This is an optimization exercise on Yosys and OpenROAD, whose aim is small area, a short achievable clock period and few clock cycles, not a production implementation.
Only simulation tests tie the RTL to the original design; equivalence was not proved.

// fuse_boot
module fuse_boot (
    input  wire         clk,
    input  wire         rst_n,
    input  wire         start,
    output reg          busy,
    output reg          done,
    output reg          fz_req,
    output reg  [8:0]   fz_row,
    input  wire         fz_rvalid,
    input  wire [255:0] fz_rdata,
    output reg  [39:0]  trims,
    output reg  [15:0]  row_bad,
    output reg  [63:0]  sec_word,
    output reg  [4:0]   near_cnt,
    output reg  [5:0]   deep_cnt,
    output reg  [10:0]  lane_cnt,
    output reg  [7:0]   skip_cnt,
    input  wire [10:0]  q_group,
    output reg          q_lane_used,
    output reg  [2:0]   q_lane,
    input  wire [4:0]   q_idx,
    output reg  [13:0]  q_near_row,
    output reg  [13:0]  q_deep_row
);
    localparam integer NG  = 1152;
    localparam integer LB  = 2;             
    localparam integer NB  = 1 << LB;
    localparam integer GPB = NG / NB;       
    localparam integer AW  = 11 - LB;       
    localparam [8:0]   ROW_SPARE0 = 9'd256;
    localparam [8:0]   ROW_TABLE0 = 9'd264;
    localparam [39:0]  TRIMS_MID  = {6'h20, 6'h20, 10'h200, 6'h20, 6'h20, 6'h20};
    localparam [15:0] CRC_K = 16'h2a45;
    localparam [239:0] CRC_M0 = 240'h1119581c0b049b854f2d5781057d4a8a10ff97d936ac8d5904cb50c8fe21;
    localparam [239:0] CRC_M1 = 240'h2232b0381608360b9f5aae020bfa941421fe2fb36d581bb30896a190fd43;
    localparam [239:0] CRC_M2 = 240'h446460712c106c163eb55c0516f4292942fc5f66dbb03666112c4321fb87;
    localparam [239:0] CRC_M3 = 240'h88c8c0e25820d82c7c6ab90a2ce8535284f8bfccb6616dcc22588642f60f;
    localparam [239:0] CRC_M4 = 240'h109181c5b140b059f8d4721558d0a7a408f17f996dc3da9845b00c85ec1f;
    localparam [239:0] CRC_M5 = 240'h313b5b976885fb36bf84b2abb5dd05c3011d68ebed2a38688fab49c2271e;
    localparam [239:0] CRC_M6 = 240'h6276b62ed10af76d7e0965576bbb0b86033ad0d6db5570d01e5793844f3c;
    localparam [239:0] CRC_M7 = 240'hc4ec6c5da215eedbfc12caaed676170c0774a0adb7abe0a03dae26099f78;
  ...
For scale: roughly 6400 flip-flops.
export LEC_CHECK = 0
export CAP_MARGIN = 20
export CORE_MARGIN = 2
export CORE_UTILIZATION = 35
export CTS_CLUSTER_DIAMETER = 100
export CTS_CLUSTER_SIZE = 20
export PLACE_DENSITY = 0.55
export SLEW_MARGIN = 20
export TNS_END_PERCENT = 10
create_clock -name core_clock -period 10.0 [get_ports {clk}]
standard.sh (not shown) runs the stock make flow with config.mk's settings and CLKGATE_MAP_FILE= SYNTH_SCRIPT=/design/flow/synth_recipe.tcl, a recipe that flattens the netlist after the stock synthesis.
==> flow/flow/run.sh <==
#!/bin/bash
set -uo pipefail
export SETUP_SLACK_MARGIN=6
bash standard.sh > standard_flow.log 2>&1
rc=$?
cp -f orfs/logs/*/fuse_boot/base/*.log . 2>/dev/null || true
exit $rc
Testbench counts at the start, summed over its fixed seeds: cycles 5,510.
Rerun with:
==> flow/run.sh (new file) <==
#!/bin/bash
# synth_recipe.tcl (not shown) runs the flow's synth.tcl, then flattens the netlist and writes it again
# the make line also repeats each setting of config.mk as NAME=value (left out here)
make -C /OpenROAD-flow-scripts/flow DESIGN_CONFIG=/design/flow/config.mk WORK_HOME=/design/flow/orfs CLKGATE_MAP_FILE= SYNTH_SCRIPT=/design/flow/synth_recipe.tcl finish
--- a/flow/config.mk
+++ b/flow/config.mk
@@ -8,8 +8,8 @@
 export CAP_MARGIN = 20
 export CORE_MARGIN = 2
-export CORE_UTILIZATION = 35
+export CORE_UTILIZATION = 20
 export CTS_CLUSTER_DIAMETER = 100
 export CTS_CLUSTER_SIZE = 20
-export PLACE_DENSITY = 0.55
+export PLACE_DENSITY = 0.35
+export SETUP_SLACK_MARGIN = 5
 export SLEW_MARGIN = 20
-export TNS_END_PERCENT = 10
removed: flow/flow/run.sh
removed: flow/standard.sh
Outcome:
- non-clock buffer count decreases by 281
- worst hold slack is worse by 33 ps
- final cell count increases by 22%
- cell area increases by about 1%
- routed wire length increases by 13%
- global-route usage decreases by 11 points

[separate check: timing with driven ports]
The flow's constraints put no driver on any port. The routed layouts listed below were extracted and timed again, unchanged, in two steps.
Step 1 sets driving cells, clkbuf_16 on the clock port and buf_2 on the other inputs (assumed; they add their load-dependent delay and slew).
Step 2, shift: input delay + t, output delay - t, t = (earliest + latest rising clock arrival at the registers) / 2. This alone moves slack from input paths to output paths.
a / b / c = ideal ports / drivers / drivers and shift; a / b = the first two.
run	t (ns)	setup slack, ns	worst setup path after step 2
the first run	1.225	5.351 / 5.220 / 4.201	input to register
the second run	1.283	4.664 / 4.714 / 3.431	input to register
After both steps setup and hold are still met in every run listed. The setup slack of the second run, which loses most, moves by +0.050 ns with the drivers and by -1.233 ns with both steps.
